From an optimization exercise on the open Yosys and OpenROAD flow, aimed at small area and a short achievable clock period; shortcuts taken in it are not production practice.
In this exercise RTL edits were held to simulation tests only and were not proved equivalent to the original.
Power and IR drop assume default switching activity.

File: flow/config.mk
export PLATFORM = sky130hd
export DESIGN_NAME = rld_ecc
export DESIGN_NICKNAME = rld_ecc
export VERILOG_FILES = /design/flow/design.v
export SDC_FILE = /design/flow/constraint.sdc
export NUM_CORES = 4
export LEC_CHECK = 0
export CAP_MARGIN = 20
export CORE_MARGIN = 2
export CORE_UTILIZATION = 40
export CTS_BUF_LIST = sky130_fd_sc_hd__clkbuf_4
export SETUP_SLACK_MARGIN = 2.8
export SLEW_MARGIN = 20
File: flow/design.v
module rld_ecc_enc (
    input  wire [63:0] data,
    output wire [7:0]  check,
    output wire        dpar      
);
    function [64*7-1:0] dpos_table(input integer unused);
        integer p, n;
        begin
            dpos_table = {64*7{1'b0}};
            n = 0;
            for (p = 1; p < 72; p = p + 1)
                if ((p & (p - 1)) != 0) begin
                    dpos_table[7*n +: 7] = p[6:0];
                    n = n + 1;
                end
        end
    endfunction
    localparam [64*7-1:0] DPOS = dpos_table(0);
    function [63:0] row_mask(input integer h);
        integer j;
        begin
            for (j = 0; j < 64; j = j + 1)
                row_mask[j] = (DPOS[7*j+3 +: 4] == h);
        end
    endfunction
    function [63:0] col_mask(input integer l);
        integer j;
        begin
            for (j = 0; j < 64; j = j + 1)
                col_mask[j] = (DPOS[7*j +: 3] == l);
        end
    endfunction
    wire [8:0] row;
    wire [7:0] col;
    genvar g;
    generate
        for (g = 0; g < 9; g = g + 1) begin : g_row
            assign row[g] = ^(data & row_mask(g));
        end
        for (g = 0; g < 8; g = g + 1) begin : g_col
            assign col[g] = ^(data & col_mask(g));
        end
    endgenerate
    wire c37 = col[3] ^ col[7];
    wire c56 = col[5] ^ col[6];
    wire r37 = row[3] ^ row[7];
    wire r56 = row[5] ^ row[6];
    assign check[0] = col[1] ^ col[5] ^ c37;
    assign check[1] = col[2] ^ col[6] ^ c37;
    assign check[2] = col[4] ^ col[7] ^ c56;
    assign check[3] = row[1] ^ row[5] ^ r37;
    assign check[4] = row[2] ^ row[6] ^ r37;
    assign check[5] = row[4] ^ row[7] ^ r56;
    assign check[6] = row[8];
    assign check[7] = (col[0] ^ col[3]) ^ c56 ^
                      (row[1] ^ row[2]) ^ (row[4] ^ row[7]) ^ row[8];
    assign dpar = ((col[0] ^ col[1]) ^ (col[2] ^ col[4])) ^ (c37 ^ c56);
endmodule
module rld_ecc (
    input  wire        clk,
    input  wire        rst,
    input  wire        in_valid,
    input  wire [71:0] in_code,
    input  wire [63:0] in_wdata,
    input  wire [7:0]  in_bmask,
    input  wire        in_wpoison,
    output reg         out_valid,
    output wire [63:0] out_data,
    output wire [71:0] out_code,
    output reg  [1:0]  out_status,
    output reg  [6:0]  out_syn,
    output wire        out_poison
);
    localparam [1:0] ST_CLEAN  = 2'd0;
    localparam [1:0] ST_CORR   = 2'd1;
    localparam [1:0] ST_POISON = 2'd2;
    localparam [1:0] ST_UE     = 2'd3;
    function [64*7-1:0] dpos_table(input integer unused);
        integer p, n;
        begin
            dpos_table = {64*7{1'b0}};
            n = 0;
            for (p = 1; p < 72; p = p + 1)
                if ((p & (p - 1)) != 0) begin
                    dpos_table[7*n +: 7] = p[6:0];
                    n = n + 1;
                end
        end
    endfunction
    localparam [64*7-1:0] DPOS = dpos_table(0);
    function integer part(input integer j);
        part = (DPOS[7*j+3 +: 4] == j / 8) ? 0 : 1;
    endfunction
    wire [63:0] rd_data = in_code[63:0];
    wire [7:0]  rd_recalc;
    wire        rd_dpar;
    rld_ecc_enc u_chk_enc (
        .data  (rd_data),
        .check (rd_recalc),
        .dpar  (rd_dpar)
    );
    wire [6:0] syn    = in_code[70:64] ^ rd_recalc[6:0];
    wire       parity = rd_dpar ^ (^in_code[71:64]);
    reg [63:0] pre;
    integer b;
    always @* begin
        for (b = 0; b < 8; b = b + 1)
            pre[8*b +: 8] = in_bmask[b] ? in_wdata[8*b +: 8] : rd_data[8*b +: 8];
    end
    wire [7:0] pre_check_lo, pre_check_hi;
    wire       pre_dpar_lo_unused, pre_dpar_hi_unused;
    rld_ecc_enc u_wr_enc_lo (
        .data  ({32'd0, pre[31:0]}),
        .check (pre_check_lo),
        .dpar  (pre_dpar_lo_unused)
    );
    rld_ecc_enc u_wr_enc_hi (
        .data  ({pre[63:32], 32'd0}),
        .check (pre_check_hi),
        .dpar  (pre_dpar_hi_unused)
    );
    function [7:0] part_cols(input integer b, input integer k);
        integer jj;
        begin
            part_cols = 8'd0;
            for (jj = 8*b; jj < 8*b + 8; jj = jj + 1)
                if (part(jj) == k)
                    part_cols[DPOS[7*jj +: 3]] = 1'b1;
        end
    endfunction
    function integer part_row(input integer b, input integer k);
        part_row = (b == 0) ? k : b + k;
    endfunction
    wire [7:0] syn_col = 8'd1 << syn[2:0];
    function col_in(input [7:0] cols, input [2:0] c);
        col_in = cols[c];
    endfunction
    reg [15:0] hit;
    integer j, k;
    always @* begin
        for (b = 0; b < 8; b = b + 1)
            for (k = 0; k < 2; k = k + 1)
                hit[2*b + k] = parity && !in_bmask[b] &&
                               (syn[6:3] == part_row(b, k)) &&
                               col_in(part_cols(b, k), syn[2:0]);
    end
    reg [63:0] r_npre;       
    reg [7:0]  r_check_lo, r_check_hi;
    reg [15:0] r_hit;
    reg [7:0]  r_syn_col;    
    reg        r_syn_nz;     
    reg        r_syn_hi;     
    reg        r_parity;
    reg        r_wpoison;    
    reg        r_full;       
    always @(posedge clk) begin
        if (rst)
            out_valid <= 1'b0;
        else
            out_valid <= in_valid;
        r_npre     <= ~pre;
        r_check_lo <= pre_check_lo;
        r_check_hi <= pre_check_hi;
        out_syn    <= syn;
        r_hit      <= hit;
        r_syn_col  <= syn_col;
        r_syn_nz   <= (syn != 7'd0);
        r_syn_hi   <= (syn > 7'd71);
        r_parity   <= parity;
        r_wpoison  <= in_wpoison && (in_bmask != 8'h00);
        r_full     <= (in_bmask == 8'hFF);
    end
    wire [6:0] s = out_syn;
    always @* begin
        if (!r_syn_nz)
            out_status = r_parity ? ST_CORR : ST_CLEAN;
        else if (!r_parity)
            out_status = ST_UE;
        else if (s == 7'h7F)
            out_status = ST_POISON;
        else if (!r_syn_hi)
            out_status = ST_CORR;
        else
            out_status = ST_UE;
    end
    wire bad_word = r_syn_nz && (!r_parity || r_syn_hi);
    assign out_poison = r_wpoison || (bad_word && !r_full);
    reg [63:0] flip;
    always @* begin
        for (j = 0; j < 64; j = j + 1)
            flip[j] = r_hit[2*(j/8) + part(j)] && r_syn_col[DPOS[7*j +: 3]];
    end
    wire applied = |r_hit;
    assign out_data = ~(r_npre ^ flip);
    wire [7:0] r_check = r_check_lo ^ r_check_hi;
    wire [6:0] new_c  = r_check[6:0] ^ (applied ? s : 7'd0) ^ {7{out_poison}};
    wire       new_c7 = r_check[7] ^ (applied & ~(^s));
    assign out_code = {new_c7, new_c, out_data};
endmodule
File: flow/standard.sh
#!/bin/bash
# synth_recipe.tcl (not shown) runs the flow's synth.tcl, then flattens the netlist and writes it again
# the make line also repeats each setting of config.mk as NAME=value (left out here)
make -C /OpenROAD-flow-scripts/flow DESIGN_CONFIG=/design/flow/config.mk WORK_HOME=/design/flow/orfs CLKGATE_MAP_FILE= SYNTH_SCRIPT=/design/flow/synth_recipe.tcl "${@:-finish}"
File: flow/flow/run.sh
#!/bin/bash
# The standard layout, with two changes in how cells are chosen:
# - the port buffers are buf_1 cells (buffer_ports -buffer_cell);
# - the 3-input XOR/XNOR cells and the 3- and 4-input ORs are added to the platform's don't-use list,
#   so that synthesis builds the XOR trees from 2-input cells, which are
#   faster and smaller here.
# Every tool's output goes to the ORFS logs; make's own output to standard.log.
export BUFFER_PORTS_ARGS="-buffer_cell sky130_fd_sc_hd__buf_1"
EXTRA="sky130_fd_sc_hd__xnor3_1 sky130_fd_sc_hd__xnor3_2 sky130_fd_sc_hd__xnor3_4 sky130_fd_sc_hd__xor3_1 sky130_fd_sc_hd__xor3_2 sky130_fd_sc_hd__xor3_4 sky130_fd_sc_hd__or4_1 sky130_fd_sc_hd__or4_2 sky130_fd_sc_hd__or4_4 sky130_fd_sc_hd__or4b_1 sky130_fd_sc_hd__or4b_2 sky130_fd_sc_hd__or4b_4 sky130_fd_sc_hd__or4bb_1 sky130_fd_sc_hd__or4bb_2 sky130_fd_sc_hd__or4bb_4 sky130_fd_sc_hd__or3_1 sky130_fd_sc_hd__or3_2 sky130_fd_sc_hd__or3_4 sky130_fd_sc_hd__or3b_1 sky130_fd_sc_hd__or3b_2 sky130_fd_sc_hd__or3b_4"
# The platform's own don't-use list (platforms/sky130hd/config.mk).
PLATFORM="sky130_fd_sc_hd__probe_p_8 sky130_fd_sc_hd__probec_p_8 sky130_fd_sc_hd__lpflow_bleeder_1 sky130_fd_sc_hd__lpflow_clkbufkapwr_1 sky130_fd_sc_hd__lpflow_clkbufkapwr_16 sky130_fd_sc_hd__lpflow_clkbufkapwr_2 sky130_fd_sc_hd__lpflow_clkbufkapwr_4 sky130_fd_sc_hd__lpflow_clkbufkapwr_8 sky130_fd_sc_hd__lpflow_clkinvkapwr_1 sky130_fd_sc_hd__lpflow_clkinvkapwr_16 sky130_fd_sc_hd__lpflow_clkinvkapwr_2 sky130_fd_sc_hd__lpflow_clkinvkapwr_4 sky130_fd_sc_hd__lpflow_clkinvkapwr_8 sky130_fd_sc_hd__lpflow_decapkapwr_12 sky130_fd_sc_hd__lpflow_decapkapwr_3 sky130_fd_sc_hd__lpflow_decapkapwr_4 sky130_fd_sc_hd__lpflow_decapkapwr_6 sky130_fd_sc_hd__lpflow_decapkapwr_8 sky130_fd_sc_hd__lpflow_inputiso0n_1 sky130_fd_sc_hd__lpflow_inputiso0p_1 sky130_fd_sc_hd__lpflow_inputiso1n_1 sky130_fd_sc_hd__lpflow_inputiso1p_1 sky130_fd_sc_hd__lpflow_inputisolatch_1 sky130_fd_sc_hd__lpflow_isobufsrc_1 sky130_fd_sc_hd__lpflow_isobufsrc_16 sky130_fd_sc_hd__lpflow_isobufsrc_2 sky130_fd_sc_hd__lpflow_isobufsrc_4 sky130_fd_sc_hd__lpflow_isobufsrc_8 sky130_fd_sc_hd__lpflow_isobufsrckapwr_16 sky130_fd_sc_hd__lpflow_lsbuf_lh_hl_isowell_tap_1 sky130_fd_sc_hd__lpflow_lsbuf_lh_hl_isowell_tap_2 sky130_fd_sc_hd__lpflow_lsbuf_lh_hl_isowell_tap_4 sky130_fd_sc_hd__lpflow_lsbuf_lh_isowell_4 sky130_fd_sc_hd__lpflow_lsbuf_lh_isowell_tap_1 sky130_fd_sc_hd__lpflow_lsbuf_lh_isowell_tap_2 sky130_fd_sc_hd__lpflow_lsbuf_lh_isowell_tap_4"
bash standard.sh "DONT_USE_CELLS=$EXTRA $PLATFORM" finish > standard.log 2>&1
File: flow/constraint.sdc
create_clock -name core_clock -period 6.0 [get_ports {clk}]
set_input_delay 1.2000 -clock core_clock [delete_from_list [all_inputs] [get_ports {clk}]]
set_output_delay 1.2000 -clock core_clock [all_outputs]
set_load 0.01 [all_outputs]
==> impl_results.html, run 1 <==
<table>
<tr><th>Metric</th><th>Value</th></tr>
<tr><th colspan="2">Run status</th></tr>
<tr><td>Run status</td><td>timing/DRC/antenna clean</td></tr>
<tr><th colspan="2">Placement</th></tr>
<tr><td>Routability cong.</td><td>0.858</td></tr>
<tr><td>Half-perimeter wire length after placement</td><td>19500 µm</td></tr>
<tr><td>Cell area after placement</td><td>approximately 0.0084 mm²</td></tr>
<tr><td>Count of placed standard cells including taps</td><td>1222</td></tr>
<tr><td>IO Port Bufs</td><td>294</td></tr>
<tr><td>Pre-CTS setup slack</td><td>around 2.1 ns</td></tr>
<tr><th colspan="2">Hold path</th></tr>
<tr><td>Worst hold path endpoint</td><td>out_valid</td></tr>
<tr><td>Hold Path Cell Cnt</td><td>2</td></tr>
<tr><td>Startpoint of the most critical hold path</td><td>rst</td></tr>
<tr><td>Worst Hold Class</td><td>input pin to flop</td></tr>
<tr><th colspan="2">Flow run</th></tr>
<tr><td>Maximum Capacitance Violations</td><td>0</td></tr>
<tr><th colspan="2">Power and ir drop</th></tr>
<tr><td>Clock power frac</td><td>13.0%</td></tr>
<tr><td>Pint</td><td>approximately 2.4 mW</td></tr>
<tr><td>Peak VDD IR</td><td>~320 µV</td></tr>
<tr><td>Power density of the placed cells</td><td>491 mW/mm²</td></tr>
<tr><td>Proportion of power drawn by combinational gates</td><td>about three fifths</td></tr>
<tr><td>Sw Share</td><td>between 40% and 50%</td></tr>
<tr><td>Power dissipated by switching net loads</td><td>between 1.5 and 2 mW</td></tr>
<tr><td>Total leakage power</td><td>about 3.1 nW</td></tr>
<tr><td>Total design power</td><td>4.38 mW</td></tr>
<tr><td>Seq pwr share</td><td>25.9%</td></tr>
<tr><th colspan="2">Timing</th></tr>
<tr><td>Slew headroom</td><td>36.8%</td></tr>
<tr><td>Post-route clock period utilization</td><td>~52%</td></tr>
<tr><td>TNS Setup</td><td>0 ns</td></tr>
<tr><td>Minimum hold slack</td><td>0.797 ns</td></tr>
<tr><td>Max Clk Rate</td><td>~320 MHz</td></tr>
<tr><td>Fin. max-slew vios</td><td>0</td></tr>
<tr><td>Post-layout minimum cycle time</td><td>between 3 and 4 ns</td></tr>
<tr><td>Setup ws final</td><td>around 2.9 ns</td></tr>
<tr><td>Transition time at the pin with the least slew margin</td><td>between 0.9 and 1 ns</td></tr>
<tr><td>Final Hold Violating Endpoints</td><td>0</td></tr>
<tr><td>Unrepaired setup endpoints after global routing</td><td>false</td></tr>
<tr><td>Setup-failing EPs final</td><td>0</td></tr>
<tr><th colspan="2">Global routing</th></tr>
<tr><td>Initial antenna violation count</td><td>0</td></tr>
<tr><td>Pin count of the biggest net entering global routing</td><td>17</td></tr>
<tr><td>GRT overflow</td><td>0</td></tr>
<tr><td>Global-route wire length before repair</td><td>~34000 µm</td></tr>
<tr><td>Number of global-route vias before repair</td><td>about 5700</td></tr>
<tr><td>Overall routing resource usage</td><td>between 20% and 30%</td></tr>
<tr><th colspan="2">Drt</th></tr>
<tr><td>Number of DRC markers in iteration 0</td><td>293</td></tr>
<tr><td>Post-route antenna net violation count</td><td>0</td></tr>
<tr><td>Routed via count divided by cell count</td><td>roughly 4.7</td></tr>
<tr><td>Aggregate routed wire length</td><td>23500 µm</td></tr>
<tr><td>Drt first pass iters</td><td>5</td></tr>
<tr><td>Average wire per cell in the routed design</td><td>18.6 µm</td></tr>
<tr><td>Drc violations</td><td>0</td></tr>
<tr><td>Via count</td><td>5899</td></tr>
<tr><th colspan="2">Cells and area</th></tr>
<tr><td>Area of the multi-input gates</td><td>0.00478 mm²</td></tr>
<tr><td>Total of fill cells in the finished design</td><td>1857</td></tr>
<tr><td>Final layout net count</td><td>1169</td></tr>
<tr><td>Fraction of final layout cells sized beyond drive strength 1</td><td>approximately 8.3%</td></tr>
<tr><td>Register cell area after layout</td><td>0.00234 mm²</td></tr>
<tr><td>Final cell utilization of the core</td><td>~48%</td></tr>
<tr><td>Area of all placed cells without fillers</td><td>around 0.0089 mm²</td></tr>
<tr><td>Layout area overhead</td><td>18.3%</td></tr>
<tr><td>Finished Layout Cells</td><td>~1300</td></tr>
<tr><td>Antenna diode count</td><td>0</td></tr>
<tr><th colspan="2">Clocking</th></tr>
<tr><td>Clock slew seen by the registers of the worst setup and hold paths</td><td>about 0.11 ns</td></tr>
<tr><td>Number of clock sinks seen by CTS</td><td>116</td></tr>
<tr><td>Maximum buffer depth of the clock tree</td><td>2</td></tr>
<tr><td>TritonCTS clock tree</td><td>yes</td></tr>
<tr><td>Maximum level of the CTS H-tree</td><td>4</td></tr>
<tr><td>CTS hold repair buffers</td><td>0</td></tr>
<tr><td>Clock buffers created by TritonCTS</td><td>17</td></tr>
<tr><td>Clock root buffer</td><td>clkbuf_4</td></tr>
<tr><th colspan="2">Synthesis</th></tr>
<tr><td>Syn Std Cell Area</td><td>roughly 0.0075 mm²</td></tr>
<tr><td>Register area share after synthesis</td><td>~31%</td></tr>
<tr><td>Adder-cell area share of the yosys netlist</td><td>0.498%</td></tr>
<tr><td>Main combinational cell family by area after synthesis</td><td>XOR/XNOR gates</td></tr>
<tr><td>Post-Syn Instances</td><td>slightly below 800</td></tr>
<tr><td>Average cell area after synthesis</td><td>9.68 µm²</td></tr>
<tr><td>Distinct cells, synth</td><td>34</td></tr>
<tr><td>Area share of and/or/nand/nor cells after synthesis</td><td>8.16%</td></tr>
<tr><td>Post-synthesis net count</td><td>930</td></tr>
<tr><td>Area fraction in compound gates after synthesis</td><td>less than 1%</td></tr>
<tr><td>Post-Synth XOR/XNOR Area</td><td>a little over two fifths</td></tr>
<tr><td>Register bit count reported by yosys</td><td>around 120</td></tr>
<tr><td>Mux cell area share after synthesis</td><td>9.42%</td></tr>
<tr><td>Total of warnings raised by yosys</td><td>1</td></tr>
<tr><th colspan="2">Die</th></tr>
<tr><td>Starting Density</td><td>between 40% and 50%</td></tr>
<tr><td>Height of the die</td><td>roughly 140 µm</td></tr>
<tr><td>Std-Cell Rows</td><td>50</td></tr>
<tr><td>Area inside the core boundary</td><td>0.0186 mm²</td></tr>
<tr><td>Horizontal die dimension</td><td>between 100 and 150 µm</td></tr>
<tr><td>Number of ports placed on the die boundary</td><td>295</td></tr>
<tr><td>Total die area</td><td>between 0.015 and 0.02 mm²</td></tr>
<tr><th colspan="2">Worst setup path</th></tr>
<tr><td>Arr. time, crit path</td><td>3.58 ns</td></tr>
<tr><td>Worst Path Max Fanout</td><td>6</td></tr>
<tr><td>Type of element launching the critical path</td><td>input pin</td></tr>
<tr><td>Data required, critical path</td><td>about 6.4 ns</td></tr>
<tr><td>Type of the setup path with the least slack</td><td>input pin to flop</td></tr>
<tr><td>Type of element capturing the critical path</td><td>flop</td></tr>
</table>
[cells in the mapped netlist (all sizes together)]
library cell,n,area share [%]
buf,73,6.9
nor2,17,0.85
a31oi,1,0.083
nor3,8,0.60
nand4,3,0.25
nor4,13,1.2
nor4b,1,0.20
o21a,2,0.20
a21boi,1,0.10
a22oi,1,0.17
nor2b,4,0.33
nand2b,3,0.25
inv,6,0.30
and4,1,0.12
and2,1,0.083
xnor2,253,30
nand2,76,3.9
ha,3,0.50
o2111ai,1,0.20
xor2,106,12
clkbuf,12,0.60
nand4bb,1,0.15
dfxtp,116,31
nand3b,1,0.10
a21oi,1,0.066
nand3,3,0.20
mux2i,71,9.4
[kinds of logic after synthesis]
group / Yosys count
multiplexers: 71
AND/OR/NAND/NOR: 132
XOR/XNOR: 359
flip-flops: 116
AO/OA/AOI/OAI: 7
buffers and inverters: 91
adder cells (fa/ha/maj): 3
[metal layers]
layer | track usage, % | vias to the layer above | part of all wire (%)
met3 | 3.85 | 31 | 5.9
met1 | 31.6 | 2739 | 44
met2 | 38.4 | 234 | 48
met4 | 6.84 | 0 | 2.1
met5 | 0 | - | 0
li1 | - | 2895 | -
[state kept, by name, summed over array words and instances, names as in the netlist, 7 cells and up]
register    flops
r_syn_col       8
r_check_lo      7
r_hit          16
r_check_hi      8
r_npre         64
out_syn         7
[critical path, cell delays in order]
cell	delay, ns
buf_1	0.25
xnor2_1	0.16
xnor2_1	0.25
xnor2_2	0.11
xnor2_1	0.29
xnor2_2	0.10
buf_4	0.17
xnor2_4	0.30
xnor2_4	0.21
nand4bb_1	0.24
nor3_1	0.29
[how the worst max path moves through the flow]
stage / from / to / slack, ns
after detailed placement: in_code[52] / r_hit[3] / 2.11
after CTS: r_hit[0] / out_code[70] / 2.80
after floorplan: in_code[40] / r_hit[7] / 2.85
after global placement: in_code[52] / r_hit[3] / 2.24
final: in_code[27] / r_hit[14] / 2.85
after global routing: r_hit[6] / out_code[65] / 2.79
[layout make-up]
type | count | share of cell area [%]
inverter | 6 | 0.252
clock inverter | 14 | 1.53
timing repair buffer | 305 | 13.6
clock buffer | 18 | 1.51
multi-input combinational | 572 | 53.5
tap | 234 | 3.28
sequential | 116 | 26.3
[power groups by stage]
stage	sequential [mW]	clock, mW	combinational (mW)
3_5_place_dp	1.14	0	2.44
5_1_grt	1.15	0.613	2.92
4_1_cts	1.12	0.575	2.49
3_3_place_gp	1.13	0	2.43
2_1_floorplan	1.04	0	1.95
6_report	1.14	0.568	2.68
[cells in the final DEF (no fill, tap or decap), types with 8 or more instances in the layout]
cell type / Yosys / layout
nand2_1: 75 / 75
mux2i_1: 71 / 70
xor2_1: 106 / 105
clkbuf_4: 0 / 18
buf_1: 5 / 285
dfxtp_2: 0 / 9
xnor2_2: 3 / 9
buf_4: 65 / 10
nor4_1: 12 / 8
dfxtp_1: 116 / 104
nor2_1: 17 / 17
xnor2_1: 248 / 242
[timing repair]
action                                 CTS  global route
setup buffers                            1            10
endpoints found under the hold margin    0             0
pin swaps                                2             7
setup endpoints to repair               15            25
gates resized for setup                  9            37
==> inputs of run 2 (changes only) <==
--- a/flow/config.mk
+++ b/flow/config.mk
@@ -8,6 +8,6 @@
 export CAP_MARGIN = 20
 export CORE_MARGIN = 2
 export CORE_UTILIZATION = 40
-export CTS_BUF_LIST = sky130_fd_sc_hd__clkbuf_4
-export SETUP_SLACK_MARGIN = 2.8
+export CTS_BUF_LIST = sky130_fd_sc_hd__clkbuf_8
+export SETUP_SLACK_MARGIN = 2.9
 export SLEW_MARGIN = 20
==> impl_results.html, run 2 <==
<table>
<tr><th>Metric</th><th>Value</th></tr>
<tr><th colspan="2">Power and ir drop</th></tr>
<tr><td>Power density of the placed cells</td><td>524 mW/mm² (was 491 mW/mm²)</td></tr>
<tr><td>Peak VDD IR</td><td>372 µV (was 324 µV)</td></tr>
<tr><td>Total leakage power</td><td>3.39 nW (was 3.11 nW)</td></tr>
<tr><td>Total design power</td><td>4.90 mW (was 4.38 mW)</td></tr>
<tr><th colspan="2">Worst setup path</th></tr>
<tr><td>Data required, critical path</td><td>6.37 ns (was 6.43 ns)</td></tr>
<tr><td>Type of element launching the critical path</td><td>input pin (unchanged)</td></tr>
<tr><td>Type of the setup path with the least slack</td><td>input pin to flop (unchanged)</td></tr>
<tr><td>Worst Path Max Fanout</td><td>5 (was 6)</td></tr>
<tr><td>Type of element capturing the critical path</td><td>flop (unchanged)</td></tr>
<tr><td>Arr. time, crit path</td><td>3.43 ns (was 3.58 ns)</td></tr>
<tr><th colspan="2">Synthesis</th></tr>
<tr><td>Area fraction in compound gates after synthesis</td><td>0.813% (unchanged)</td></tr>
<tr><td>Commonest cells in the netlist</td><td>248 x xnor2_1, 116 x dfxtp_1, 106 x xor2_1 (unchanged)</td></tr>
<tr><td>Post-synth top area share</td><td>30.8% (unchanged)</td></tr>
<tr><td>Syn Std Cell Area</td><td>0.00754 mm² (unchanged)</td></tr>
<tr><td>Library cell with the highest instance count after synthesis</td><td>xnor2_1 (unchanged)</td></tr>
<tr><td>Distinct cells, synth</td><td>34 (unchanged)</td></tr>
<tr><td>Primary flip-flop cell chosen by synthesis mapping</td><td>dfxtp_1 (unchanged)</td></tr>
<tr><td>Post-synth EDFFs</td><td>0 (unchanged)</td></tr>
<tr><td>Adder-cell area share of the yosys netlist</td><td>0.498% (unchanged)</td></tr>
<tr><td>Share of synthesized registers carrying an async set or reset</td><td>0% (unchanged)</td></tr>
<tr><td>Top area cells in the synthesized netlist</td><td>dfxtp_1 31%, xnor2_1 29%, xor2_1 12% (unchanged)</td></tr>
<tr><td>Total of warnings raised by yosys</td><td>1 (unchanged)</td></tr>
<tr><td>Post-Syn Instances</td><td>779 (unchanged)</td></tr>
<tr><td>Post-Synth XOR/XNOR Area</td><td>42.5% (unchanged)</td></tr>
<tr><td>Area share of and/or/nand/nor cells after synthesis</td><td>8.16% (unchanged)</td></tr>
<tr><td>Register area share after synthesis</td><td>30.8% (unchanged)</td></tr>
<tr><td>Most area-hungry cell type in the Yosys netlist</td><td>dfxtp_1 (unchanged)</td></tr>
<tr><td>Main combinational cell family by area after synthesis</td><td>XOR/XNOR gates (unchanged)</td></tr>
<tr><td>Average cell area after synthesis</td><td>9.68 µm² (unchanged)</td></tr>
<tr><td>Mux cell area share after synthesis</td><td>9.42% (unchanged)</td></tr>
<tr><td>Register bit count reported by yosys</td><td>116 (unchanged)</td></tr>
<tr><td>Post-synthesis net count</td><td>930 (unchanged)</td></tr>
<tr><th colspan="2">Die</th></tr>
<tr><td>Number of ports placed on the die boundary</td><td>295 (unchanged)</td></tr>
<tr><td>Height of the die</td><td>141 µm (unchanged)</td></tr>
<tr><td>Total die area</td><td>0.0200 mm² (unchanged)</td></tr>
<tr><td>Horizontal die dimension</td><td>141 µm (unchanged)</td></tr>
<tr><td>Starting Density</td><td>40.6% (unchanged)</td></tr>
<tr><td>Std-Cell Rows</td><td>50 (unchanged)</td></tr>
<tr><td>Area inside the core boundary</td><td>0.0186 mm² (unchanged)</td></tr>
<tr><th colspan="2">Global routing</th></tr>
<tr><td>Number of global-route vias before repair</td><td>5805 (was 5685)</td></tr>
<tr><td>Overall routing resource usage</td><td>23.6% (was 23.3%)</td></tr>
<tr><td>Pin count of the biggest net entering global routing</td><td>17 (unchanged)</td></tr>
<tr><td>Initial antenna violation count</td><td>0 (unchanged)</td></tr>
<tr><td>GRT overflow</td><td>0 (unchanged)</td></tr>
<tr><td>Global-route wire length before repair</td><td>34300 µm (was 34000 µm)</td></tr>
<tr><th colspan="2">Timing</th></tr>
<tr><td>Transition time at the pin with the least slew margin</td><td>0.728 ns (was 0.947 ns)</td></tr>
<tr><td>Post-layout minimum cycle time</td><td>3.06 ns (was 3.15 ns)</td></tr>
<tr><td>Setup-failing EPs final</td><td>0 (unchanged)</td></tr>
<tr><td>TNS Setup</td><td>0 ns (unchanged)</td></tr>
<tr><td>Fin. max-slew vios</td><td>0 (unchanged)</td></tr>
<tr><td>Max Clk Rate</td><td>327 MHz (was 318 MHz)</td></tr>
<tr><td>Unrepaired setup endpoints after global routing</td><td>true (was false)</td></tr>
<tr><td>Final Hold Violating Endpoints</td><td>0 (unchanged)</td></tr>
<tr><td>Post-route clock period utilization</td><td>50.9% (was 52.5%)</td></tr>
<tr><td>Slew headroom</td><td>51.4% (was 36.8%)</td></tr>
<tr><th colspan="2">Clocking</th></tr>
<tr><td>Clock root buffer</td><td>clkbuf_8 (was clkbuf_4)</td></tr>
<tr><td>Maximum level of the CTS H-tree</td><td>4 (unchanged)</td></tr>
<tr><td>CTS hold repair buffers</td><td>0 (unchanged)</td></tr>
<tr><td>Number of clock sinks seen by CTS</td><td>116 (unchanged)</td></tr>
<tr><td>TritonCTS clock tree</td><td>yes (unchanged)</td></tr>
<tr><td>Maximum buffer depth of the clock tree</td><td>2 (unchanged)</td></tr>
<tr><td>Clock slew seen by the registers of the worst setup and hold paths</td><td>0.07 ns (was 0.11 ns)</td></tr>
<tr><td>Clock buffers created by TritonCTS</td><td>17 (unchanged)</td></tr>
<tr><th colspan="2">Drt</th></tr>
<tr><td>Average wire per cell in the routed design</td><td>18.6 µm (about the same)</td></tr>
<tr><td>Aggregate routed wire length</td><td>23800 µm (was 23500 µm)</td></tr>
<tr><td>Drc violations</td><td>0 (unchanged)</td></tr>
<tr><td>Routed via count divided by cell count</td><td>4.64 (was 4.66)</td></tr>
<tr><td>Number of DRC markers in iteration 0</td><td>353 (was 293)</td></tr>
<tr><td>Drt first pass iters</td><td>5 (unchanged)</td></tr>
<tr><td>Via count</td><td>5927 (was 5899)</td></tr>
<tr><td>Post-route antenna net violation count</td><td>0 (unchanged)</td></tr>
<tr><th colspan="2">Placement</th></tr>
<tr><td>IO Port Bufs</td><td>294 (unchanged)</td></tr>
<tr><td>Routability cong.</td><td>0.866 (was 0.858)</td></tr>
<tr><td>Half-perimeter wire length after placement</td><td>19500 µm (about the same)</td></tr>
<tr><th colspan="2">Cells and area</th></tr>
<tr><td>Most frequent cells in the layout</td><td>276 x buf_1, 220 x xnor2_1, 110 x dfxtp_1 (was 285 x buf_1, 242 x xnor2_1, 105 x xor2_1)</td></tr>
<tr><td>Antenna diode count</td><td>0 (unchanged)</td></tr>
<tr><td>Flip-flop count of the largest register, all copies and words added</td><td>64 (unchanged)</td></tr>
<tr><td>Final layout net count</td><td>1182 (was 1169)</td></tr>
<tr><td>Register with the most flip-flops</td><td>r_npre (unchanged)</td></tr>
<tr><td>Leading cell type in the layout, fill and taps excluded</td><td>buf_1 (unchanged)</td></tr>
<tr><td>Layout area overhead</td><td>23.9% (was 18.3%)</td></tr>
<tr><td>Fraction of final layout cells sized beyond drive strength 1</td><td>12.6% (was 8.34%)</td></tr>
<tr><td>Biggest regs</td><td>r_npre (64), r_hit (16) (unchanged)</td></tr>
<tr><th colspan="2">Run status</th></tr>
<tr><td>Run status</td><td>timing/DRC/antenna clean (unchanged)</td></tr>
<tr><th colspan="2">Hold path</th></tr>
<tr><td>Worst Hold Class</td><td>input pin to flop (unchanged)</td></tr>
<tr><th colspan="2">Flow run</th></tr>
<tr><td>Maximum Capacitance Violations</td><td>0 (unchanged)</td></tr>
</table>
## run 2: cell types whose count changed in the layout (fill, tap and decap cells not counted), sizes merged
cell / before / now
clkbuf: 25 / 34
buf: 297 / 303
clkinvlp: 5 / 2
inv: 8 / 10
clkdlybuf4s15: 1 / 0
clkinv: 5 / 4
## run 2: cell type report
| cell class | instances | area (µm²) |
|---|---|---|
| clock buffer | 19 | 262 |
| clock inverter | 12 | 115 |
| fill | 1792 | 9240 |
| inverter | 6 | 22.5 |
| tap | 234 | 293 |
| timing repair buffer | 318 | 1320 |
| sequential | 116 | 2330 |
| multi-input combinational | 572 | 5000 |
## run 2: per-layer routing
metal,routed length (µm),global-route usage (%),vias up
met5,0,0,-
met4,612,9.53,0
met3,1420,3.54,38
met2,11300,37.5,225
met1,10500,32.2,2753
li1,-,-,2911
## run 2: path summary, 6_finish.rpt
| check | startpoint | to | slack [ns] | cells after the start |
|---|---|---|---|---|
| max | in_code[35] | r_hit[10] | 2.94 | 11 |
| min | rst | out_valid | 0.89 | 2 |
## run 2: through the flow
| step | util (%) | setup slack (ns) | cells | hold WS, ns | cell area, µm² |
|---|---|---|---|---|---|
| CTS | 48.2 | 2.91 | 1264 | 0.867 | 8960 |
| finish | 50.3 | 2.94 | 1277 | 0.886 | 9350 |
| floorplan | - | 2.91 | 779 | 1.27 | 7550 |
| global route | 50.3 | 2.88 | 1277 | 0.868 | 9350 |
| detailed placement | 45.1 | 2.20 | 1223 | 1.36 | 8390 |
| global placement | 45.1 | 2.22 | 1223 | 1.35 | 8390 |
## run 2: cells by family (layout without fill, tap and decap cells)
family	after synthesis	count (layout)
simple gates	132	132
xor+xnor	359	359
buf+inv	91	355
flops	116	116
mux	71	71
compound gates	7	7
fa+ha+maj	3	3
## run 2: worst max-delay path, cell delays in order
cell,delay (ns)
buf_1,0.26
xnor2_1,0.16
xnor2_1,0.25
xnor2_2,0.13
xnor2_2,0.29
xnor2_4,0.16
xnor2_4,0.28
xnor2_4,0.20
buf_4,0.17
nand4bb_4,0.15
nor3_1,0.17
## run 2: timing repair
item                       CTS  global route
hold endpoints to repair     0             0
resized for setup           18            67
setup buffers               10            13
setup endpoints to repair   28            32
pin swaps                    9            18
## run 2: where the power goes
group / internal (mW) / switching, mW / leakage (nW)
Sequential: 0.952 / 0.180 / 0.973
Clock: 0.381 / 0.329 / 0.201
Combinational: 1.43 / 1.63 / 2.22
==> inputs of run 3 (changes only) <==
--- a/flow/config.mk
+++ b/flow/config.mk
@@ -9,5 +9,5 @@
 export CORE_MARGIN = 2
 export CORE_UTILIZATION = 40
 export CTS_BUF_LIST = sky130_fd_sc_hd__clkbuf_8
-export SETUP_SLACK_MARGIN = 2.9
+export SETUP_SLACK_MARGIN = 2.7
 export SLEW_MARGIN = 20
==> impl_results.html, run 3 <==
<table>
<tr><th>Metric</th><th>Value</th></tr>
<tr><th colspan="2">Run status</th></tr>
<tr><td>Run status</td><td>timing/DRC/antenna clean (unchanged)</td></tr>
<tr><th colspan="2">Clocking</th></tr>
<tr><td>Maximum buffer depth of the clock tree</td><td>2 (unchanged)</td></tr>
<tr><td>Maximum level of the CTS H-tree</td><td>4 (unchanged)</td></tr>
<tr><td>Clock root buffer</td><td>clkbuf_8 (unchanged)</td></tr>
<tr><td>Clock buffers created by TritonCTS</td><td>17 (unchanged)</td></tr>
<tr><td>TritonCTS clock tree</td><td>yes (unchanged)</td></tr>
<tr><td>Number of clock sinks seen by CTS</td><td>116 (unchanged)</td></tr>
<tr><td>Clock slew seen by the registers of the worst setup and hold paths</td><td>0.08 ns (was 0.07 ns)</td></tr>
<tr><th colspan="2">Timing</th></tr>
<tr><td>Post-route clock period utilization</td><td>54.1% (was 50.9%)</td></tr>
<tr><td>Setup ws final</td><td>2.76 ns (was 2.94 ns)</td></tr>
<tr><td>TNS Setup</td><td>0 ns (unchanged)</td></tr>
<tr><td>Max Clk Rate</td><td>308 MHz (was 327 MHz)</td></tr>
<tr><td>Final Hold Violating Endpoints</td><td>0 (unchanged)</td></tr>
<tr><td>Slew headroom</td><td>38.8% (was 51.4%)</td></tr>
<tr><td>Setup-failing EPs final</td><td>0 (unchanged)</td></tr>
<tr><td>Post-layout minimum cycle time</td><td>3.24 ns (was 3.06 ns)</td></tr>
<tr><td>Transition time at the pin with the least slew margin</td><td>0.917 ns (was 0.728 ns)</td></tr>
<tr><td>Unrepaired setup endpoints after global routing</td><td>true (unchanged)</td></tr>
<tr><td>Fin. max-slew vios</td><td>0 (unchanged)</td></tr>
<tr><th colspan="2">Synthesis</th></tr>
<tr><td>Library cell with the highest instance count after synthesis</td><td>xnor2_1 (unchanged)</td></tr>
<tr><td>Distinct cells, synth</td><td>34 (unchanged)</td></tr>
<tr><td>Most area-hungry cell type in the Yosys netlist</td><td>dfxtp_1 (unchanged)</td></tr>
<tr><td>Syn Std Cell Area</td><td>0.00754 mm² (unchanged)</td></tr>
<tr><td>Post-Syn Instances</td><td>779 (unchanged)</td></tr>
<tr><td>Share of synthesized registers carrying an async set or reset</td><td>0% (unchanged)</td></tr>
<tr><td>Average cell area after synthesis</td><td>9.68 µm² (unchanged)</td></tr>
<tr><td>Commonest cells in the netlist</td><td>248 x xnor2_1, 116 x dfxtp_1, 106 x xor2_1 (unchanged)</td></tr>
<tr><td>Top area cells in the synthesized netlist</td><td>dfxtp_1 31%, xnor2_1 29%, xor2_1 12% (unchanged)</td></tr>
<tr><td>Register bit count reported by yosys</td><td>116 (unchanged)</td></tr>
<tr><td>Post-synthesis net count</td><td>930 (unchanged)</td></tr>
<tr><td>Total of warnings raised by yosys</td><td>1 (unchanged)</td></tr>
<tr><td>Register area share after synthesis</td><td>30.8% (unchanged)</td></tr>
<tr><td>Primary flip-flop cell chosen by synthesis mapping</td><td>dfxtp_1 (unchanged)</td></tr>
<tr><td>Post-synth top area share</td><td>30.8% (unchanged)</td></tr>
<tr><td>Post-synth EDFFs</td><td>0 (unchanged)</td></tr>
<tr><th colspan="2">Die</th></tr>
<tr><td>Horizontal die dimension</td><td>141 µm (unchanged)</td></tr>
<tr><td>Total die area</td><td>0.0200 mm² (unchanged)</td></tr>
<tr><td>Starting Density</td><td>40.6% (unchanged)</td></tr>
<tr><td>Number of ports placed on the die boundary</td><td>295 (unchanged)</td></tr>
<tr><td>Std-Cell Rows</td><td>50 (unchanged)</td></tr>
<tr><td>Area inside the core boundary</td><td>0.0186 mm² (unchanged)</td></tr>
<tr><td>Height of the die</td><td>141 µm (unchanged)</td></tr>
<tr><th colspan="2">Global routing</th></tr>
<tr><td>Number of global-route vias before repair</td><td>5684 (was 5805)</td></tr>
<tr><td>Overall routing resource usage</td><td>23.4% (was 23.6%)</td></tr>
<tr><td>Pin count of the biggest net entering global routing</td><td>17 (unchanged)</td></tr>
<tr><td>Initial antenna violation count</td><td>0 (unchanged)</td></tr>
<tr><td>GRT overflow</td><td>0 (unchanged)</td></tr>
<tr><td>Global-route wire length before repair</td><td>34000 µm (was 34300 µm)</td></tr>
<tr><th colspan="2">Power and ir drop</th></tr>
<tr><td>Power density of the placed cells</td><td>502 mW/mm² (was 524 mW/mm²)</td></tr>
<tr><td>Total leakage power</td><td>3.12 nW (was 3.39 nW)</td></tr>
<tr><td>Peak VDD IR</td><td>324 µV (was 372 µV)</td></tr>
<tr><th colspan="2">Drt</th></tr>
<tr><td>Drt first pass iters</td><td>5 (unchanged)</td></tr>
<tr><td>Post-route antenna net violation count</td><td>0 (unchanged)</td></tr>
<tr><td>Average wire per cell in the routed design</td><td>18.6 µm (about the same)</td></tr>
<tr><td>Number of DRC markers in iteration 0</td><td>300 (was 353)</td></tr>
<tr><td>Routed via count divided by cell count</td><td>4.62 (was 4.64)</td></tr>
<tr><td>Drc violations</td><td>0 (unchanged)</td></tr>
<tr><td>Via count</td><td>5840 (was 5927)</td></tr>
<tr><td>Aggregate routed wire length</td><td>23500 µm (was 23800 µm)</td></tr>
<tr><th colspan="2">Cells and area</th></tr>
<tr><td>Final layout net count</td><td>1167 (was 1182)</td></tr>
<tr><td>Layout area overhead</td><td>18.4% (was 23.9%)</td></tr>
<tr><td>Leading cell type in the layout, fill and taps excluded</td><td>buf_1 (unchanged)</td></tr>
<tr><td>Flip-flop count of the largest register, all copies and words added</td><td>64 (unchanged)</td></tr>
<tr><td>Total of fill cells in the finished design</td><td>1858 (was 1792)</td></tr>
<tr><td>Register with the most flip-flops</td><td>r_npre (unchanged)</td></tr>
<tr><td>Area of all placed cells without fillers</td><td>0.00893 mm² (was 0.00935 mm²)</td></tr>
<tr><td>Biggest regs</td><td>r_npre (64), r_hit (16) (unchanged)</td></tr>
<tr><td>Antenna diode count</td><td>0 (unchanged)</td></tr>
<tr><td>Finished Layout Cells</td><td>1263 (was 1277)</td></tr>
<tr><td>Most frequent cells in the layout</td><td>290 x buf_1, 242 x xnor2_1, 116 x dfxtp_1 (was 276 x buf_1, 220 x xnor2_1, 110 x dfxtp_1)</td></tr>
<tr><td>Fraction of final layout cells sized beyond drive strength 1</td><td>6.12% (was 12.6%)</td></tr>
<tr><th colspan="2">Placement</th></tr>
<tr><td>IO Port Bufs</td><td>294 (unchanged)</td></tr>
<tr><td>Pre-CTS setup slack</td><td>2.11 ns (was 2.20 ns)</td></tr>
<tr><td>Cell area after placement</td><td>0.00837 mm² (was 0.00839 mm²)</td></tr>
<tr><td>Count of placed standard cells including taps</td><td>1222 (was 1223)</td></tr>
<tr><td>Routability cong.</td><td>0.858 (was 0.866)</td></tr>
<tr><td>Half-perimeter wire length after placement</td><td>19500 µm (about the same)</td></tr>
<tr><th colspan="2">Worst setup path</th></tr>
<tr><td>Cell breakdown of the critical path</td><td>buf_1 &gt; xnor2_1 &gt; xnor2_1 &gt; xnor2_2 &gt; xnor2_1 &gt; xnor2_2 &gt; buf_4 &gt; xnor2_4 &gt; xnor2_4 &gt; nand4bb_1 &gt; nor3_1 (was buf_1 &gt; xnor2_1 &gt; xnor2_1 &gt; xnor2_2 &gt; xnor2_2 &gt; xnor2_4 &gt; xnor2_4 &gt; xnor2_4 &gt; buf_4 &gt; nand4bb_4 &gt; nor3_1)</td></tr>
<tr><td>Worst Path Max Fanout</td><td>6 (was 5)</td></tr>
<tr><td>Arr. time, crit path</td><td>3.58 ns (was 3.43 ns)</td></tr>
<tr><td>Cell repeated most along the worst path</td><td>xnor2_1 (was xnor2_4)</td></tr>
<tr><td>Worst stage delay on the critical path</td><td>0.30 ns (was 0.29 ns)</td></tr>
<tr><td>Slowest cell on the critical path</td><td>xnor2_4 (was xnor2_2)</td></tr>
<tr><td>Data required, critical path</td><td>6.34 ns (was 6.37 ns)</td></tr>
<tr><td>Type of element launching the critical path</td><td>input pin (unchanged)</td></tr>
<tr><td>Type of the setup path with the least slack</td><td>input pin to flop (unchanged)</td></tr>
<tr><td>Type of element capturing the critical path</td><td>flop (unchanged)</td></tr>
<tr><th colspan="2">Flow run</th></tr>
<tr><td>Maximum Capacitance Violations</td><td>0 (unchanged)</td></tr>
<tr><th colspan="2">Hold path</th></tr>
<tr><td>Worst Hold Class</td><td>input pin to flop (unchanged)</td></tr>
<tr><td>Hold Path Cell Cnt</td><td>2 (unchanged)</td></tr>
</table>
-- run 3: cell counts after synthesis --
Identical to the previous run, type by type.
-- run 3: cells by family (layout without fill, tap and decap cells) --
group | Yosys count | after routing | synth area share (%)
xor gates and xnor gates | 359 | 359 | 42.5
and+or+nand+nor | 132 | 132 | 8.16
DFF | 116 | 116 | 30.8
buffers and inverters | 91 | 341 | 7.81
muxes | 71 | 71 | 9.42
AOI/OAI and AO/OA | 7 | 7 | 0.813
adders and majority gates | 3 | 3 | 0.498
-- run 3: per-layer routing --
layer,share of wire (%),up-vias,GRT usage [%]
met1,44,2696,31.8
met5,0,-,0
met4,1.8,0,6.16
met2,48,234,38.6
li1,-,2886,-
met3,6.1,24,3.98
-- run 3: power by group --
part / switching [mW] / internal [mW] / leakage [nW]
Clock: 0.346 / 0.401 / 0.195
Combinational: 1.47 / 1.14 / 1.95
Sequential: 0.171 / 0.948 / 0.970
Total: 1.99 / 2.49 / 3.12
-- run 3: timing repair --
action                                 in CTS  in global routing
setup buffers                               1                  8
cloned                                      0                  0
hold buffers                                0                  0
pin swaps                                   1                  4
setup endpoints to repair                  16                 24
endpoints found under the hold margin       0                  0
gates resized for setup                     3                 13
-- run 3: layout make-up --
class / count / area, µm² / share of cell area (%)
Multi-Input combinational cell: 572 / 4700 / 52.7
Sequential cell: 116 / 2320 / 26.0
Timing Repair Buffer: 303 / 1180 / 13.2
Tap cell: 234 / 293 / 3.28
Clock buffer: 20 / 275 / 3.08
Clock inverter: 12 / 129 / 1.44
Inverter: 6 / 22.5 / 0.252
-- run 3: path summary, 6_finish.rpt --
| path | slack, ns | start | end |
|---|---|---|---|
| max | 2.76 | in_code[27] | r_hit[14] |
| min | 0.89 | rst | out_valid |
-- run 3: metrics by stage --
| stage | hold WS [ns] | utilization (%) | power, mW |
|---|---|---|---|
| finish | 0.890 | 48.0 | 4.48 |
| global route | 0.873 | 48.0 | 4.77 |
| CTS | 0.878 | 47.4 | 4.35 |
| detailed placement | 1.36 | 45.1 | 3.58 |
| global placement | 1.35 | 45.1 | 3.56 |
| floorplan | 1.27 | - | 2.99 |
-- run 3: critical path: cells and delay by family --
family / cells / cell delay (ns)
xor+xnor: 7 / 1.42
simple gates: 2 / 0.53
buf+inv: 2 / 0.42
==> inputs of run 4 (changes only) <==
--- a/flow/config.mk
+++ b/flow/config.mk
@@ -7,7 +7,7 @@
 export LEC_CHECK = 0
 export CAP_MARGIN = 20
 export CORE_MARGIN = 2
-export CORE_UTILIZATION = 40
+export CORE_UTILIZATION = 55
 export CTS_BUF_LIST = sky130_fd_sc_hd__clkbuf_8
-export SETUP_SLACK_MARGIN = 2.7
+export SETUP_SLACK_MARGIN = 2.8
 export SLEW_MARGIN = 20
==> impl_results.html, run 4 <==
<table>
<tr><th>Metric</th><th>Value</th></tr>
<tr><th colspan="2">Run status</th></tr>
<tr><td>Run status</td><td>timing/DRC/antenna clean (unchanged)</td></tr>
<tr><th colspan="2">Cells and area</th></tr>
<tr><td>Area of the multi-input gates</td><td>0.00481 mm² (was 0.00470 mm²)</td></tr>
<tr><td>Biggest regs</td><td>r_npre (64), r_hit (16) (unchanged)</td></tr>
<tr><td>Layout area overhead</td><td>18.8% (was 18.4%)</td></tr>
<tr><td>Total of fill cells in the finished design</td><td>1171 (was 1858)</td></tr>
<tr><td>Register cell area after layout</td><td>0.00232 mm² (unchanged)</td></tr>
<tr><td>Antenna diode count</td><td>0 (unchanged)</td></tr>
<tr><td>Register with the most flip-flops</td><td>r_npre (unchanged)</td></tr>
<tr><td>Most frequent cells in the layout</td><td>287 x buf_1, 234 x xnor2_1, 116 x dfxtp_1 (was 290 x buf_1, 242 x xnor2_1, 116 x dfxtp_1)</td></tr>
<tr><td>Fraction of final layout cells sized beyond drive strength 1</td><td>7.68% (was 6.12%)</td></tr>
<tr><td>Flip-flop count of the largest register, all copies and words added</td><td>64 (unchanged)</td></tr>
<tr><td>Finished Layout Cells</td><td>1205 (was 1263)</td></tr>
<tr><td>Final layout net count</td><td>1167 (unchanged)</td></tr>
<tr><td>Leading cell type in the layout, fill and taps excluded</td><td>buf_1 (unchanged)</td></tr>
<tr><th colspan="2">Die</th></tr>
<tr><td>Total die area</td><td>0.0147 mm² (was 0.0200 mm²)</td></tr>
<tr><td>Area inside the core boundary</td><td>0.0133 mm² (was 0.0186 mm²)</td></tr>
<tr><td>Std-Cell Rows</td><td>42 (was 50)</td></tr>
<tr><td>Number of ports placed on the die boundary</td><td>295 (unchanged)</td></tr>
<tr><td>Starting Density</td><td>56.7% (was 40.6%)</td></tr>
<tr><td>Height of the die</td><td>121 µm (was 141 µm)</td></tr>
<tr><td>Horizontal die dimension</td><td>121 µm (was 141 µm)</td></tr>
<tr><th colspan="2">Drt</th></tr>
<tr><td>Post-route antenna net violation count</td><td>0 (unchanged)</td></tr>
<tr><td>Routed via count divided by cell count</td><td>4.99 (was 4.62)</td></tr>
<tr><td>Drc violations</td><td>0 (unchanged)</td></tr>
<tr><td>Drt first pass iters</td><td>5 (unchanged)</td></tr>
<tr><td>Average wire per cell in the routed design</td><td>19.3 µm (was 18.6 µm)</td></tr>
<tr><td>Via count</td><td>6009 (was 5840)</td></tr>
<tr><td>Aggregate routed wire length</td><td>23300 µm (was 23500 µm)</td></tr>
<tr><td>Number of DRC markers in iteration 0</td><td>367 (was 300)</td></tr>
<tr><th colspan="2">Global routing</th></tr>
<tr><td>GRT overflow</td><td>0 (unchanged)</td></tr>
<tr><td>Global-route wire length before repair</td><td>33200 µm (was 34000 µm)</td></tr>
<tr><td>Pin count of the biggest net entering global routing</td><td>17 (unchanged)</td></tr>
<tr><td>Initial antenna violation count</td><td>0 (unchanged)</td></tr>
<tr><td>Overall routing resource usage</td><td>31.2% (was 23.4%)</td></tr>
<tr><td>Number of global-route vias before repair</td><td>5717 (was 5684)</td></tr>
<tr><th colspan="2">Timing</th></tr>
<tr><td>Max Clk Rate</td><td>319 MHz (was 308 MHz)</td></tr>
<tr><td>Setup-failing EPs final</td><td>0 (unchanged)</td></tr>
<tr><td>TNS Setup</td><td>0 ns (unchanged)</td></tr>
<tr><td>Final Hold Violating Endpoints</td><td>0 (unchanged)</td></tr>
<tr><td>Post-layout minimum cycle time</td><td>3.14 ns (was 3.24 ns)</td></tr>
<tr><td>Slew headroom</td><td>48.2% (was 38.8%)</td></tr>
<tr><td>Transition time at the pin with the least slew margin</td><td>0.778 ns (was 0.917 ns)</td></tr>
<tr><td>Fin. max-slew vios</td><td>0 (unchanged)</td></tr>
<tr><td>Post-route clock period utilization</td><td>52.3% (was 54.1%)</td></tr>
<tr><td>Setup ws final</td><td>2.86 ns (was 2.76 ns)</td></tr>
<tr><td>Unrepaired setup endpoints after global routing</td><td>false (was true)</td></tr>
<tr><th colspan="2">Worst setup path</th></tr>
<tr><td>Type of element capturing the critical path</td><td>flop (unchanged)</td></tr>
<tr><td>Worst Path Max Fanout</td><td>6 (unchanged)</td></tr>
<tr><td>Type of element launching the critical path</td><td>input pin (unchanged)</td></tr>
<tr><td>Arr. time, crit path</td><td>3.50 ns (was 3.58 ns)</td></tr>
<tr><td>Data required, critical path</td><td>6.37 ns (was 6.34 ns)</td></tr>
<tr><td>Type of the setup path with the least slack</td><td>input pin to flop (unchanged)</td></tr>
<tr><th colspan="2">Clocking</th></tr>
<tr><td>Clock buffers created by TritonCTS</td><td>17 (unchanged)</td></tr>
<tr><td>Maximum level of the CTS H-tree</td><td>4 (unchanged)</td></tr>
<tr><td>TritonCTS clock tree</td><td>yes (unchanged)</td></tr>
<tr><td>Maximum buffer depth of the clock tree</td><td>2 (unchanged)</td></tr>
<tr><td>Clock root buffer</td><td>clkbuf_8 (unchanged)</td></tr>
<tr><td>Number of clock sinks seen by CTS</td><td>116 (unchanged)</td></tr>
<tr><td>Clock slew seen by the registers of the worst setup and hold paths</td><td>0.07 ns (was 0.08 ns)</td></tr>
<tr><th colspan="2">Synthesis</th></tr>
<tr><td>Post-synth top area share</td><td>30.8% (unchanged)</td></tr>
<tr><td>Total of warnings raised by yosys</td><td>1 (unchanged)</td></tr>
<tr><td>Post-Syn Instances</td><td>779 (unchanged)</td></tr>
<tr><td>Distinct cells, synth</td><td>34 (unchanged)</td></tr>
<tr><td>Commonest cells in the netlist</td><td>248 x xnor2_1, 116 x dfxtp_1, 106 x xor2_1 (unchanged)</td></tr>
<tr><td>Most area-hungry cell type in the Yosys netlist</td><td>dfxtp_1 (unchanged)</td></tr>
<tr><td>Average cell area after synthesis</td><td>9.68 µm² (unchanged)</td></tr>
<tr><td>Register bit count reported by yosys</td><td>116 (unchanged)</td></tr>
<tr><td>Top area cells in the synthesized netlist</td><td>dfxtp_1 31%, xnor2_1 29%, xor2_1 12% (unchanged)</td></tr>
<tr><td>Library cell with the highest instance count after synthesis</td><td>xnor2_1 (unchanged)</td></tr>
<tr><td>Post-synthesis net count</td><td>930 (unchanged)</td></tr>
<tr><td>Primary flip-flop cell chosen by synthesis mapping</td><td>dfxtp_1 (unchanged)</td></tr>
<tr><td>Post-synth EDFFs</td><td>0 (unchanged)</td></tr>
<tr><td>Syn Std Cell Area</td><td>0.00754 mm² (unchanged)</td></tr>
<tr><td>Register area share after synthesis</td><td>30.8% (unchanged)</td></tr>
<tr><td>Share of synthesized registers carrying an async set or reset</td><td>0% (unchanged)</td></tr>
<tr><th colspan="2">Power and ir drop</th></tr>
<tr><td>Total leakage power</td><td>3.18 nW (was 3.12 nW)</td></tr>
<tr><td>Total design power</td><td>4.57 mW (was 4.48 mW)</td></tr>
<tr><td>Power density of the placed cells</td><td>510 mW/mm² (was 502 mW/mm²)</td></tr>
<tr><td>Peak VDD IR</td><td>328 µV (was 324 µV)</td></tr>
<tr><th colspan="2">Placement</th></tr>
<tr><td>Pre-CTS setup slack</td><td>2.16 ns (was 2.11 ns)</td></tr>
<tr><td>IO Port Bufs</td><td>294 (unchanged)</td></tr>
<tr><td>Half-perimeter wire length after placement</td><td>18900 µm (was 19500 µm)</td></tr>
<tr><td>Routability cong.</td><td>0.924 (was 0.858)</td></tr>
<tr><td>Count of placed standard cells including taps</td><td>1164 (was 1222)</td></tr>
<tr><th colspan="2">Flow run</th></tr>
<tr><td>Maximum Capacitance Violations</td><td>0 (unchanged)</td></tr>
<tr><th colspan="2">Hold path</th></tr>
<tr><td>Hold Path Cell Cnt</td><td>2 (unchanged)</td></tr>
<tr><td>Worst Hold Class</td><td>input pin to flop (unchanged)</td></tr>
</table>
run 4: cell counts after synthesis:
Identical to the previous run, type by type.
run 4: repair_timing:
action | 4_1_cts | 5_1_grt
endpoints found under the setup margin | 24 | 30
buffers inserted | 1 | 8
hold buffers | 0 | 0
pin swaps | 2 | 8
gates resized for setup | 7 | 30
endpoints found under the hold margin | 0 | 0
run 4: kinds of logic (layout without fill, tap and decap cells):
kind of cell,Yosys count,in the layout,synth area share (%)
compound gates,7,7,0.813
xor+xnor,359,359,42.5
simple gates,132,132,8.16
flops,116,116,30.8
mux,71,71,9.42
buf+inv,91,341,7.81
fa+ha+maj,3,3,0.498
run 4: cell type report:
type / count / share of cell area, %
clock buffers: 20 / 3.07
clock inverters: 12 / 1.44
inverters: 6 / 0.251
multi-input cells: 572 / 53.7
flip-flops and latches: 116 / 25.9
well taps: 176 / 2.46
repair buffers: 303 / 13.2
run 4: worst paths after layout:
kind                         from        end  slack, ns
worst min-delay path          rst  out_valid       0.89
worst max-delay path  in_code[15]  r_hit[12]       2.86
run 4: critical path, cell delays in order:
cell,delay (ns)
buf_1,0.26
xnor2_1,0.16
xnor2_1,0.31
xnor2_2,0.19
xor2_1,0.27
xnor2_2,0.17
nor2b_1,0.18
a22oi_2,0.10
buf_4,0.19
nand4bb_1,0.27
nor3_1,0.19
run 4: per-stage QoR:
step | utilization, % | hold slack (ns) | area, µm²
2_1_floorplan | - | 1.27 | 7540
3_3_place_gp | 62.4 | 1.35 | 8300
3_5_place_dp | 62.4 | 1.36 | 8300
4_1_cts | 65.9 | 0.879 | 8760
5_1_grt | 67.4 | 0.912 | 8960
6_report | 67.4 | 0.894 | 8960
run 4: layer usage:
metal / vias to the layer above / global-route usage (%) / wire length [µm]
li1: 2884 / - / -
met1: 2843 / 42.5 / 10100
met2: 251 / 50.9 / 11200
met3: 31 / 5.78 / 1540
met4: 0 / 7.99 / 413
met5: - / 0 / 0
run 4: power breakdown:
group          total, mW  internal [mW]  leakage, nW  switching [mW]
sequential          1.13          0.949        0.970           0.179
clock              0.733          0.401        0.195           0.333
combinational       2.71           1.22         2.01            1.49
total               4.57           2.57         3.18            2.00
==> inputs of run 5 (changes only) <==
--- a/flow/config.mk
+++ b/flow/config.mk
@@ -7,7 +7,8 @@
 export LEC_CHECK = 0
 export CAP_MARGIN = 20
 export CORE_MARGIN = 2
-export CORE_UTILIZATION = 55
+export CORE_UTILIZATION = 40
 export CTS_BUF_LIST = sky130_fd_sc_hd__clkbuf_8
+export CTS_CLUSTER_SIZE = 30
 export SETUP_SLACK_MARGIN = 2.8
 export SLEW_MARGIN = 20
==> impl_results.html, run 5 <==
<table>
<tr><th>Metric</th><th>Value</th></tr>
<tr><th colspan="2">Worst setup path</th></tr>
<tr><td>Cell breakdown of the critical path</td><td>buf_1 &gt; xnor2_1 &gt; xnor2_1 &gt; xnor2_1 &gt; xnor2_1 &gt; xnor2_1 &gt; xnor2_2 &gt; xnor2_4 &gt; o2111ai_4 &gt; nor3_1 (was buf_1 &gt; xnor2_1 &gt; xnor2_1 &gt; xnor2_2 &gt; xor2_1 &gt; xnor2_2 &gt; nor2b_1 &gt; a22oi_2 &gt; buf_4 &gt; nand4bb_1 &gt; nor3_1)</td></tr>
<tr><td>Slowest cell on the critical path</td><td>xnor2_1 (unchanged)</td></tr>
<tr><td>Worst Path Max Fanout</td><td>6 (unchanged)</td></tr>
<tr><td>Type of the setup path with the least slack</td><td>input pin to flop (unchanged)</td></tr>
<tr><td>Family of cells with the greatest summed delay on the critical path</td><td>XOR/XNOR gates (unchanged)</td></tr>
<tr><td>Cell repeated most along the worst path</td><td>xnor2_1</td></tr>
<tr><td>Data required, critical path</td><td>6.36 ns (was 6.37 ns)</td></tr>
<tr><td>Type of element capturing the critical path</td><td>flop (unchanged)</td></tr>
<tr><td>Arr. time, crit path</td><td>3.47 ns (was 3.50 ns)</td></tr>
<tr><th colspan="2">Power and ir drop</th></tr>
<tr><td>Peak VDD IR</td><td>358 µV (was 328 µV)</td></tr>
<tr><td>Proportion of power drawn by combinational gates</td><td>59.3% (about the same)</td></tr>
<tr><td>Power density of the placed cells</td><td>509 mW/mm² (was 510 mW/mm²)</td></tr>
<tr><td>Clock power frac</td><td>16.2% (was 16.1%)</td></tr>
<tr><td>Sw Share</td><td>44.8% (was 43.7%)</td></tr>
<tr><td>Total leakage power</td><td>3.17 nW (was 3.18 nW)</td></tr>
<tr><td>Pint</td><td>2.54 mW (was 2.57 mW)</td></tr>
<tr><th colspan="2">Die</th></tr>
<tr><td>Area inside the core boundary</td><td>0.0186 mm² (was 0.0133 mm²)</td></tr>
<tr><td>Horizontal die dimension</td><td>141 µm (was 121 µm)</td></tr>
<tr><td>Std-Cell Rows</td><td>50 (was 42)</td></tr>
<tr><td>Number of ports placed on the die boundary</td><td>295 (unchanged)</td></tr>
<tr><td>Height of the die</td><td>141 µm (was 121 µm)</td></tr>
<tr><td>Total die area</td><td>0.0200 mm² (was 0.0147 mm²)</td></tr>
<tr><th colspan="2">Synthesis</th></tr>
<tr><td>Most area-hungry cell type in the Yosys netlist</td><td>dfxtp_1 (unchanged)</td></tr>
<tr><td>Post-synthesis net count</td><td>930 (unchanged)</td></tr>
<tr><td>Post-synth EDFFs</td><td>0 (unchanged)</td></tr>
<tr><td>Library cell with the highest instance count after synthesis</td><td>xnor2_1 (unchanged)</td></tr>
<tr><td>Share of synthesized registers carrying an async set or reset</td><td>0% (unchanged)</td></tr>
<tr><td>Total of warnings raised by yosys</td><td>1 (unchanged)</td></tr>
<tr><td>Commonest cells in the netlist</td><td>248 x xnor2_1, 116 x dfxtp_1, 106 x xor2_1 (unchanged)</td></tr>
<tr><td>Register area share after synthesis</td><td>30.8% (unchanged)</td></tr>
<tr><td>Register bit count reported by yosys</td><td>116 (unchanged)</td></tr>
<tr><td>Post-synth top area share</td><td>30.8% (unchanged)</td></tr>
<tr><td>Syn Std Cell Area</td><td>0.00754 mm² (unchanged)</td></tr>
<tr><td>Top area cells in the synthesized netlist</td><td>dfxtp_1 31%, xnor2_1 29%, xor2_1 12% (unchanged)</td></tr>
<tr><th colspan="2">Cells and area</th></tr>
<tr><td>Register with the most flip-flops</td><td>r_npre (unchanged)</td></tr>
<tr><td>Biggest regs</td><td>r_npre (64), r_hit (16) (unchanged)</td></tr>
<tr><td>Fraction of final layout cells sized beyond drive strength 1</td><td>7.67% (was 7.68%)</td></tr>
<tr><td>Leading cell type in the layout, fill and taps excluded</td><td>buf_1 (unchanged)</td></tr>
<tr><td>Area of all placed cells without fillers</td><td>0.00904 mm² (was 0.00896 mm²)</td></tr>
<tr><td>Antenna diode count</td><td>0 (unchanged)</td></tr>
<tr><td>Flip-flop count of the largest register, all copies and words added</td><td>64 (unchanged)</td></tr>
<tr><td>Most frequent cells in the layout</td><td>287 x buf_1, 239 x xnor2_1, 115 x dfxtp_1 (was 287 x buf_1, 234 x xnor2_1, 116 x dfxtp_1)</td></tr>
<tr><th colspan="2">Global routing</th></tr>
<tr><td>Initial antenna violation count</td><td>0 (unchanged)</td></tr>
<tr><td>Overall routing resource usage</td><td>23.4% (was 31.2%)</td></tr>
<tr><td>GRT overflow</td><td>0 (unchanged)</td></tr>
<tr><td>Global-route wire length before repair</td><td>34100 µm (was 33200 µm)</td></tr>
<tr><td>Number of global-route vias before repair</td><td>5696 (was 5717)</td></tr>
<tr><th colspan="2">Timing</th></tr>
<tr><td>TNS Setup</td><td>0 ns (unchanged)</td></tr>
<tr><td>Final Hold Violating Endpoints</td><td>0 (unchanged)</td></tr>
<tr><td>Setup-failing EPs final</td><td>0 (unchanged)</td></tr>
<tr><td>Fin. max-slew vios</td><td>0 (unchanged)</td></tr>
<tr><td>Max Clk Rate</td><td>322 MHz (was 319 MHz)</td></tr>
<tr><td>Post-route clock period utilization</td><td>51.8% (was 52.3%)</td></tr>
<tr><td>Unrepaired setup endpoints after global routing</td><td>false (unchanged)</td></tr>
<tr><td>Post-layout minimum cycle time</td><td>3.11 ns (was 3.14 ns)</td></tr>
<tr><td>Transition time at the pin with the least slew margin</td><td>0.922 ns (was 0.778 ns)</td></tr>
<tr><th colspan="2">Placement</th></tr>
<tr><td>IO Port Bufs</td><td>294 (unchanged)</td></tr>
<tr><td>Routability cong.</td><td>0.858 (was 0.924)</td></tr>
<tr><td>Cell area after placement</td><td>0.00837 mm² (was 0.00830 mm²)</td></tr>
<tr><th colspan="2">Clocking</th></tr>
<tr><td>Maximum level of the CTS H-tree</td><td>4 (unchanged)</td></tr>
<tr><td>Clock buffers created by TritonCTS</td><td>17 (unchanged)</td></tr>
<tr><td>Clock slew seen by the registers of the worst setup and hold paths</td><td>0.08 ns (was 0.07 ns)</td></tr>
<tr><td>Clock root buffer</td><td>clkbuf_8 (unchanged)</td></tr>
<tr><td>Number of clock sinks seen by CTS</td><td>116 (unchanged)</td></tr>
<tr><th colspan="2">Run status</th></tr>
<tr><td>Run status</td><td>timing/DRC/antenna clean (unchanged)</td></tr>
<tr><th colspan="2">Drt</th></tr>
<tr><td>Average wire per cell in the routed design</td><td>18.7 µm (was 19.3 µm)</td></tr>
<tr><td>Aggregate routed wire length</td><td>23600 µm (was 23300 µm)</td></tr>
<tr><td>Via count</td><td>5855 (was 6009)</td></tr>
<tr><td>Drc violations</td><td>0 (unchanged)</td></tr>
<tr><td>Drt first pass iters</td><td>4 (was 5)</td></tr>
<tr><td>Routed via count divided by cell count</td><td>4.63 (was 4.99)</td></tr>
</table>
run 5: cell counts after synthesis:
Identical to the previous run, type by type.
run 5: cell type report:
cell class / instances / area, µm²
inverter: 6 / 22.5
multi-input combinational: 572 / 4800
clock inverter: 12 / 129
timing repair buffer: 304 / 1190
clock buffer: 20 / 275
fill: 1838 / 9540
tap: 234 / 293
sequential: 116 / 2320
run 5: kinds of logic after synthesis:
logic type	synth area share (%)
flip-flops	30.8
XOR/XNOR	42.5
multiplexers	9.42
AO/OA/AOI/OAI	0.813
AND/OR/NAND/NOR	8.16
adder cells (fa/ha/maj)	0.498
buffers and inverters	7.81
run 5: power by group through the flow:
stage	Clock [mW]	Sequential, mW	Combinational [mW]
final	0.748	1.12	2.73
after global routing	0.784	1.14	2.97
after CTS	0.751	1.12	2.52
after detailed placement	0	1.14	2.44
after global placement	0	1.13	2.43
after floorplan	0	1.04	1.95
run 5: path summary, 6_finish.rpt:
path               startpoint         to  slack (ns)  cells past startpoint
setup / recovery  in_code[26]  r_hit[13]        2.89                     10
hold / removal            rst  out_valid        0.89                      2
run 5: layer usage:
metal  track usage [%]  vias to the layer above  wire (µm)
met5                 0                        -          0
met4              6.16                        0        400
met3              3.98                       23       1420
met2              38.7                      233      11400
met1              31.7                     2716      10400
li1                  -                     2883          -
run 5: timing repair:
item | 4_1_cts | 5_1_grt
buffers inserted | 3 | 7
pin swaps | 2 | 8
endpoints found under the setup margin | 22 | 29
cloned | 0 | 0
resized for setup | 7 | 28
run 5: through the flow:
stage	setup slack [ns]	instances	utilization, %	hold slack (ns)
floorplan	2.85	779	-	1.27
detailed placement	2.11	1222	45.1	1.36
global placement	2.24	1222	45.1	1.35
CTS	2.80	1257	47.6	0.878
global route	2.79	1264	48.7	0.873
finish	2.89	1264	48.7	0.891

[afterwards: timing with drivers on the ports]
How much do the figures lean on ideal ports? The routed layouts below were timed once more, with nothing changed but the port constraints.
Step 1 assumes that a clkbuf_16 drives the clock port and a buf_2 every other input.
Step 2 times the ports against the registers' clock, not the clock port: input delays grow and output delays shrink by t, the midpoint of the rising clock arrivals with the driver on.
Slacks: ideal / step 1 / step 2; pairs: ideal / step 1.
| run | shift t [ns] | setup slack, ns | latest minus earliest clock arrival (ns) |
|---|---|---|---|
| run 1 | 0.569 | 2.852 / 2.845 / 2.296 | 0.012 / 0.011 |
| run 2 | 0.489 | 2.944 / 2.934 / 2.471 | 0.015 / 0.015 |
| run 3 | 0.477 | 2.756 / 2.768 / 2.291 | 0.009 / 0.009 |
| run 4 | 0.487 | 2.863 / 2.866 / 2.391 | 0.011 / 0.011 |
| run 5 | 0.478 | 2.891 / 2.888 / 2.428 | 0.008 / 0.008 |
After both steps every run listed still meets setup and hold. The setup slack of run 1, which loses most, moves by -0.007 ns with the drivers and by -0.556 ns with both steps.
